This is an optimization exercise on Yosys and OpenROAD, whose aim is a short achievable clock period and few clock cycles per item, not a production implementation. Only simulation tests tie the RTL to the original design; equivalence was not proved.

File: flow/run.sh
#!/bin/bash
# synth_recipe.tcl (not shown) runs the flow's synth.tcl, then flattens the netlist and writes it again
# the make line also repeats each setting of config.mk as NAME=value (left out here)
make -C /OpenROAD-flow-scripts/flow DESIGN_CONFIG=/design/flow/config.mk WORK_HOME=/design/flow/orfs CLKGATE_MAP_FILE= SYNTH_SCRIPT=/design/flow/synth_recipe.tcl finish
File: flow/config.mk
export PLATFORM = sky130hd
export DESIGN_NAME = patina_lane
export DESIGN_NICKNAME = patina_lane
export VERILOG_FILES = /design/flow/design.v
export SDC_FILE = /design/flow/constraint.sdc
export NUM_CORES = 4
export LEC_CHECK = 0
export CAP_MARGIN = 20
export CORE_MARGIN = 2
export CORE_UTILIZATION = 40
export SLEW_MARGIN = 20
File: flow/constraint.sdc
create_clock -name core_clock -period 20.0 [get_ports {clk}]
set_input_delay 4.0000 -clock core_clock [delete_from_list [all_inputs] [get_ports {clk}]]
set_output_delay 4.0000 -clock core_clock [all_outputs]
set_load 0.01 [all_outputs]
File: flow/design.v
module patina_lane (
    input  wire               clk,
    input  wire               rst,
    input  wire        [17:0] clamp_c,
    input  wire               lin_bypass,
    input  wire signed [31:0] k1,
    input  wire signed [31:0] k2,
    input  wire signed [31:0] k3,
    input  wire               patina_en,
    input  wire signed [11:0] dp,
    input  wire         [2:0] es,
    input  wire         [2:0] eq,
    input  wire        [15:0] out_offset,
    input  wire               in_valid,
    output wire               in_ready,
    input  wire        [13:0] in_code,
    input  wire        [31:0] in_entry,
    output wire               out_valid,
    input  wire               out_ready,
    output wire        [15:0] out_pix,
    output wire               out_hi,
    output wire               out_lo,
    output wire               out_defect
);
    wire adv = !v6 || out_ready;
    assign in_ready = adv;
    wire take = in_valid && in_ready;
    reg               v1;
    reg signed [19:0] x1;
    reg               hi1, lo1;
    reg        [31:0] ent1;
    reg        [20:0] w1;
    reg signed [33:0] t2_1;
    wire signed [19:0] x_in  = $signed({2'b00, in_code, 4'b0000}) - $signed({2'b00, clamp_c});
    wire signed [39:0] xx    = x_in * x_in;
    wire signed [39:0] xx_r  = (xx + 40'sd131072) >>> 18;
    wire signed [51:0] k2x   = k2 * x_in;
    wire signed [51:0] k2x_r = (k2x + 52'sd131072) >>> 18;
    always @(posedge clk) begin
        if (rst) begin
            v1 <= 1'b0;
        end else if (adv) begin
            v1   <= take;
            x1   <= x_in;
            hi1  <= (in_code == 14'h3FFF);
            lo1  <= (in_code == 14'h0000);
            ent1 <= in_entry;
            w1   <= xx_r[20:0];
            t2_1 <= k2x_r[33:0];
        end
    end
    reg               v2;
    reg signed [19:0] x2;
    reg               hi2, lo2;
    reg        [31:0] ent2;
    reg signed [36:0] m2;
    wire signed [52:0] k3w   = k3 * $signed({1'b0, w1});
    wire signed [52:0] k3w_r = (k3w + 53'sd131072) >>> 18;
    wire signed [36:0] m_sum = 37'sd536870912 + k1 + t2_1 + $signed(k3w_r[34:0]);
    always @(posedge clk) begin
        if (rst) begin
            v2 <= 1'b0;
        end else if (adv) begin
            v2   <= v1;
            x2   <= x1;
            hi2  <= hi1;
            lo2  <= lo1;
            ent2 <= ent1;
            m2   <= m_sum;
        end
    end
    reg               v3;
    reg signed [21:0] y3;
    reg               hi3, lo3;
    reg        [31:0] ent3;
    wire signed [56:0] xm   = x2 * m2;
    wire signed [56:0] xm_r = (xm + 57'sd268435456) >>> 29;
    reg  signed [21:0] y_lin;
    always @(*) begin
        if (lin_bypass)
            y_lin = x2;
        else if (xm_r < -57'sd2097152)
            y_lin = -22'sd2097152;
        else if (xm_r > 57'sd2097151)
            y_lin = 22'sd2097151;
        else
            y_lin = xm_r[21:0];
    end
    always @(posedge clk) begin
        if (rst) begin
            v3 <= 1'b0;
        end else if (adv) begin
            v3   <= v2;
            y3   <= y_lin;
            hi3  <= hi2;
            lo3  <= lo2;
            ent3 <= ent2;
        end
    end
    reg               v4;
    reg signed [21:0] y4;
    reg signed [22:0] d4;
    reg        [44:0] dd4;
    reg               hi4, lo4;
    reg        [31:0] ent4;
    wire signed  [9:0] dark  = ent3[17:8];
    wire signed  [4:0] slope = ent3[7:3];
    wire signed [16:0] sdp   = slope * dp;
    wire signed [23:0] sdp_e = sdp <<< es;
    wire signed [23:0] sdp_r = (sdp_e + 24'sd512) >>> 10;
    wire signed [22:0] d_in  = y3 - (dark <<< 2) - sdp_r;
    wire signed [45:0] dd_in = d_in * d_in;
    always @(posedge clk) begin
        if (rst) begin
            v4 <= 1'b0;
        end else if (adv) begin
            v4   <= v3;
            y4   <= y3;
            d4   <= d_in;
            dd4  <= dd_in[44:0];
            hi4  <= hi3;
            lo4  <= lo3;
            ent4 <= ent3;
        end
    end
    reg               v5;
    reg signed [21:0] y5;
    reg signed [29:0] e5;
    reg               hi5, lo5;
    reg        [13:0] gain5;
    wire signed  [2:0] quad  = ent4[2:0];
    wire signed [10:0] qe    = quad <<< eq;
    wire signed [56:0] qdd   = qe * $signed({1'b0, dd4});
    wire signed [56:0] qdd_r = (qdd + 57'sd33554432) >>> 26;
    wire signed [29:0] e_in  = d4 + $signed(qdd_r[29:0]);
    always @(posedge clk) begin
        if (rst) begin
            v5 <= 1'b0;
        end else if (adv) begin
            v5    <= v4;
            y5    <= y4;
            e5    <= e_in;
            hi5   <= hi4;
            lo5   <= lo4;
            gain5 <= ent4[31:18];
        end
    end
    reg               v6;
    reg        [15:0] pix6;
    reg               hi6, lo6, def6;
    wire signed [44:0] eg    = e5 * $signed({1'b0, gain5});
    wire signed [44:0] eg_r  = (eg + 45'sd16384) >>> 15;
    wire signed [44:0] corr  = eg_r + $signed({1'b0, out_offset});
    wire signed [22:0] y_r   = ($signed({y5[21], y5}) + 23'sd2) >>> 2;
    wire               defect = patina_en && (gain5 == 14'd0);
    reg         [15:0] val;
    always @(*) begin
        if (patina_en) begin
            if (defect)
                val = 16'd0;
            else if (corr < 0)
                val = 16'd0;
            else if (corr > 45'sd65535)
                val = 16'hFFFF;
            else
                val = corr[15:0];
        end else begin
            if (y_r < 0)
                val = 16'd0;
            else if (y_r > 23'sd65535)
                val = 16'hFFFF;
            else
                val = y_r[15:0];
        end
        if (hi5)
            val = 16'hFFFF;
        else if (lo5)
            val = 16'd0;
    end
    always @(posedge clk) begin
        if (rst) begin
            v6 <= 1'b0;
        end else if (adv) begin
            v6   <= v5;
            pix6 <= val;
            hi6  <= hi5;
            lo6  <= lo5;
            def6 <= defect && !hi5 && !lo5;
        end
    end
    assign out_valid  = v6;
    assign out_pix    = pix6;
    assign out_hi     = hi6;
    assign out_lo     = lo6;
    assign out_defect = def6;
endmodule
==> out/qor.log <==
[outcome] outcome timing/DRC/antenna clean
[setup_path] Setup crit end kind flip-flop
[clock_tree] Sink Count 451
[clock_tree] buffers from clock root to sink, at most 3
[setup_path] Worst Path Class, Setup in -> reg
[grt] total routing usage reported by global routing 21.4%
[placement] number of placed instances, taps included 20400
[routing] via count normalized by instance count 4.99
[synthesis] average cell area after synthesis 9.52 sq um
[clock_tree] buffer type at the clock tree root sky130_fd_sc_hd__clkbuf_16
[sta] maximum clock frequency 52.8 MHz
[synthesis] register area share after synthesis 9.03%
[sta] Slew @ Worst Pin 1.15 ns
[setup_path] crit start category primary input
[placement] HPWL Detailed 312 mm
[clock_tree] hold-fix buffers at CTS 0
[grt] maximum number of pins on one net before global-route repair 121
[grt] via count of the first global-routing pass 112000
[routing] Iteration-0 DRC Markers 5827
[clock_tree] number of cells upsized or downsized after cts 0
[sta] final count of hold timing violations 0
[clock_tree] level count of the clock H-tree 2
[final_layout] highest-count cells in the layout ignoring fill and taps 3862 x sky130_fd_sc_hd__inv_1, 3636 x sky130_fd_sc_hd__fa_1, 2270 x sky130_fd_sc_hd__nand2_1
[run] Max-cap violations 0
[final_layout] signed area change from the synthesized netlist to the final layout 6.48%
[final_layout] layout net count 20500
[final_layout] share of final-layout standard cells stronger than drive strength 1 2.70%
[synthesis] number of enable flip-flop cells after synthesis 445
[sta] relative slew slack 22.6%
[floorplanning] DIE HEIGHT 615 um
[synthesis] count of unique library cells instantiated by Yosys 96
[synthesis] Yosys warning total 1
[sta] fin crit share 94.8%
[setup_path] highest cell delay on the worst timing path 0.59 ns
[sta] setup violators final 0
[sta] clock period minus final worst setup slack 18.95 ns
[sta] final count of pins violating max slew 0
[sta] Worst Clk Skew 0.0353 ns
[placement] count of buffers inserted at the top-level ports 220
[final_layout] # fillers 36400
[setup_path] CP Data Arrival Time 19.43 ns
[grt] Remaining Overflow, GRT 0
[clock_tree] source-to-sink clock delay at the later pin of the worst-skew pair 0.75 ns
[floorplanning] area of the core 372000 sq um
[setup_path] Crit path top cell by count sky130_fd_sc_hd__fa_1
[floorplanning] horizontal die dimension 615 um
[worst_hold_path] path class of the lowest-slack min-delay path reg -> reg
[synthesis] most used flip-flop cell after synthesis sky130_fd_sc_hd__edfxtp_1
[routing] mean routed wirelength per cell 19.2 um
[clock_tree] buffer count from post-CTS setup fixing 0
[grt] first-pass GRT wire length 633 mm
[floorplanning] starting density of the core 40.1%
[sta] unrepaired setup endpoints after global routing no
[routing] post-detailed-route count of antenna-violating nets 0
[routing] number of design rule violations left after detail routing 0
[synthesis] area of the mapped netlist 149000 sq um
[setup_path] required time of the critical path 20.48 ns
[sta] Post-Route Setup TNS 0 ns
[routing] count of TritonRoute iterations in the first routing pass 6
[synthesis] number of instances in the synthesized netlist 15700
[floorplanning] full die area 378000 sq um
[synthesis] Async SR Flop Fraction 0%
[setup_path] Crit Path Max Fanout 16
[routing] Detailed Route WL 393 mm
[setup_path] slowest cell on the critical path sky130_fd_sc_hd__fa_1
[clock_tree] number of buffers inserted during clock tree synthesis 57
[synthesis] flip-flop and latch count after synthesis 451
[clock_tree] clock-pin slew on the worst setup and hold paths 0.06 ns
[floorplanning] floorplan row count 224
[final_layout] most common cell after layout, fill and taps aside sky130_fd_sc_hd__inv_1
[clock_tree] CTS tree yes
[grt] number of antenna violations at the first check in global routing 20
[final_layout] count of non-filler cells in the finished layout 20500
[routing] detailed-route via count 102000
[placement] Final Wtd Congestion 0.898
[floorplanning] number of top-level design ports 221
==> Yosys cell counts (9+ instances only) <==
cell | n | area [sq um]
sky130_fd_sc_hd__a2111oi_0 | 13 | 114
sky130_fd_sc_hd__a211o_1 | 14 | 123
sky130_fd_sc_hd__a211oi_1 | 37 | 278
sky130_fd_sc_hd__a21boi_0 | 14 | 105
sky130_fd_sc_hd__a21o_1 | 119 | 893
sky130_fd_sc_hd__a21oi_1 | 294 | 1470
sky130_fd_sc_hd__a221oi_1 | 15 | 131
sky130_fd_sc_hd__a22oi_2 | 10 | 125
sky130_fd_sc_hd__a311oi_1 | 10 | 87.6
sky130_fd_sc_hd__a31o_2 | 9 | 78.8
sky130_fd_sc_hd__a31oi_1 | 42 | 263
sky130_fd_sc_hd__a41oi_1 | 28 | 245
sky130_fd_sc_hd__and2_1 | 1002 | 6270
sky130_fd_sc_hd__and3_1 | 52 | 325
sky130_fd_sc_hd__and4_1 | 12 | 105
sky130_fd_sc_hd__buf_1 | 43 | 161
sky130_fd_sc_hd__clkbuf_1 | 643 | 2410
sky130_fd_sc_hd__clkinv_1 | 11 | 41.3
sky130_fd_sc_hd__edfxtp_1 | 445 | 13400
sky130_fd_sc_hd__fa_1 | 3636 | 72800
sky130_fd_sc_hd__ha_1 | 1143 | 14300
sky130_fd_sc_hd__inv_1 | 3863 | 14500
sky130_fd_sc_hd__mux2i_1 | 19 | 190
sky130_fd_sc_hd__nand2_1 | 2270 | 8520
sky130_fd_sc_hd__nand2b_1 | 159 | 995
sky130_fd_sc_hd__nand3_1 | 90 | 450
sky130_fd_sc_hd__nand4_1 | 50 | 313
sky130_fd_sc_hd__nor2_1 | 462 | 1730
sky130_fd_sc_hd__nor2b_1 | 82 | 513
sky130_fd_sc_hd__nor3_1 | 101 | 505
sky130_fd_sc_hd__nor3b_1 | 13 | 97.6
sky130_fd_sc_hd__nor4_1 | 25 | 156
sky130_fd_sc_hd__o2111ai_1 | 13 | 114
sky130_fd_sc_hd__o211ai_1 | 25 | 188
sky130_fd_sc_hd__o21a_1 | 57 | 428
sky130_fd_sc_hd__o21ai_0 | 150 | 751
sky130_fd_sc_hd__o21bai_1 | 40 | 300
sky130_fd_sc_hd__o22ai_1 | 20 | 125
sky130_fd_sc_hd__o31ai_1 | 19 | 143
sky130_fd_sc_hd__or2_2 | 23 | 144
sky130_fd_sc_hd__or3_1 | 32 | 200
sky130_fd_sc_hd__xnor2_1 | 309 | 2710
sky130_fd_sc_hd__xor2_1 | 111 | 972
==> flip-flops by register name (all words and copies together) (netlist names), 16 cells and up <==
| register | flops |
|---|---|
| ent1 | 32 |
| y4 | 21 |
| t2_1 | 34 |
| m2 | 36 |
| pix6 | 16 |
| x2 | 19 |
| dd4 | 44 |
| e5 | 30 |
| y3 | 22 |
| ent3 | 32 |
| ent2 | 32 |
| d4 | 22 |
| ent4 | 17 |
| x1 | 19 |
| y5 | 21 |
| w1 | 21 |
==> cells by family after synthesis <==
kind of cell / after synthesis / synth area share [%]
AO/OA/AOI/OAI: 1018 / 4.56
XOR/XNOR: 421 / 2.47
adder cells (fa/ha/maj): 4780 / 58.3
buffers and inverters: 4572 / 11.5
flip-flops: 451 / 9.03
multiplexers: 30 / 0.256
other: 2 / 0.00503
AND/OR/NAND/NOR: 4407 / 13.8
==> metrics by stage <==
| stage | setup WS (ns) | hold slack, ns | utilization (%) | area, sq um |
|---|---|---|---|---|
| after floorplan | 1.46 | 0.400 | - | 149000 |
| after detailed placement | 0.290 | 0.405 | 42.2 | 157000 |
| after global routing | 0.196 | 0.414 | 42.7 | 159000 |
| after CTS | 1.09 | 0.408 | 42.7 | 159000 |
| after global placement | 0.482 | 0.401 | 42.2 | 157000 |
| final | 1.05 | 0.399 | 42.7 | 159000 |
==> critical path, delay by kind of cell <==
| family | cells | cell delay, ns |
|---|---|---|
| compound gates | 15 | 3.30 |
| xor+xnor | 3 | 0.49 |
| fa+ha+maj | 14 | 6.73 |
| buf+inv | 10 | 1.74 |
| mux | 3 | 0.88 |
| simple gates | 10 | 2.25 |
==> path summary, 6_finish.rpt <==
check           from      end  slack, ns  cells after the start
max            dp[2]  dd4[44]       1.05                     55
min           x1[11]   x2[11]       0.40                      0
max reg2reg  ent3[7]  dd4[44]       4.21                     54
min reg2reg   x1[11]   x2[11]       0.40                      0
==> final cells by class <==
type / instances / area (sq um) / area share [%]
Antenna cell: 33 / 82.6 / 0.0519
Clock inverter: 47 / 454 / 0.286
Inverter: 3878 / 14600 / 9.16
Clock buffer: 58 / 1430 / 0.900
Multi-Input combinational cell: 10700 / 119000 / 74.8
Tap cell: 4972 / 6220 / 3.91
Timing Repair Buffer: 437 / 3840 / 2.42
Sequential cell: 451 / 13500 / 8.48
==> layer usage <==
layer	vias to the layer above	track usage, %	wire length, um	part of all wire, %
li1	46000	-	-	-
met1	53000	28.0	163000	42
met2	2849	36.3	190000	48
met3	546	2.39	21800	5.5
met4	0	8.29	18300	4.7
met5	-	0	0	0
Testbench counts, summed over its fixed seeds: cycles 37,579, items 35,275.

==> separate check: timing with driven ports <==
How much do the figures lean on ideal ports? The routed layout below was timed once more, with nothing changed but the port constraints.
Step 1, drivers: a clkbuf_16 drives clk and a buf_2 each remaining input, both assumed.
Step 2 times the ports against the registers' clock, not the clock port: input delays grow and output delays shrink by t, the midpoint of the rising clock arrivals with the driver on.
Three values: no drivers, after step 1, after step 2; two values: the first two.
t, ns: 0.824
setup WS [ns]: 1.049 / 0.827 / 0.004
worst register clock-pin slew, ns: 0.07 / 0.07
worst slew at a driven data input, ns: 0.49
cell pins on the clock port's net: 1
After both steps setup and hold are still met in this run. For this run, drivers alone change the setup slack by -0.222 ns; drivers and shift together by -1.045 ns.
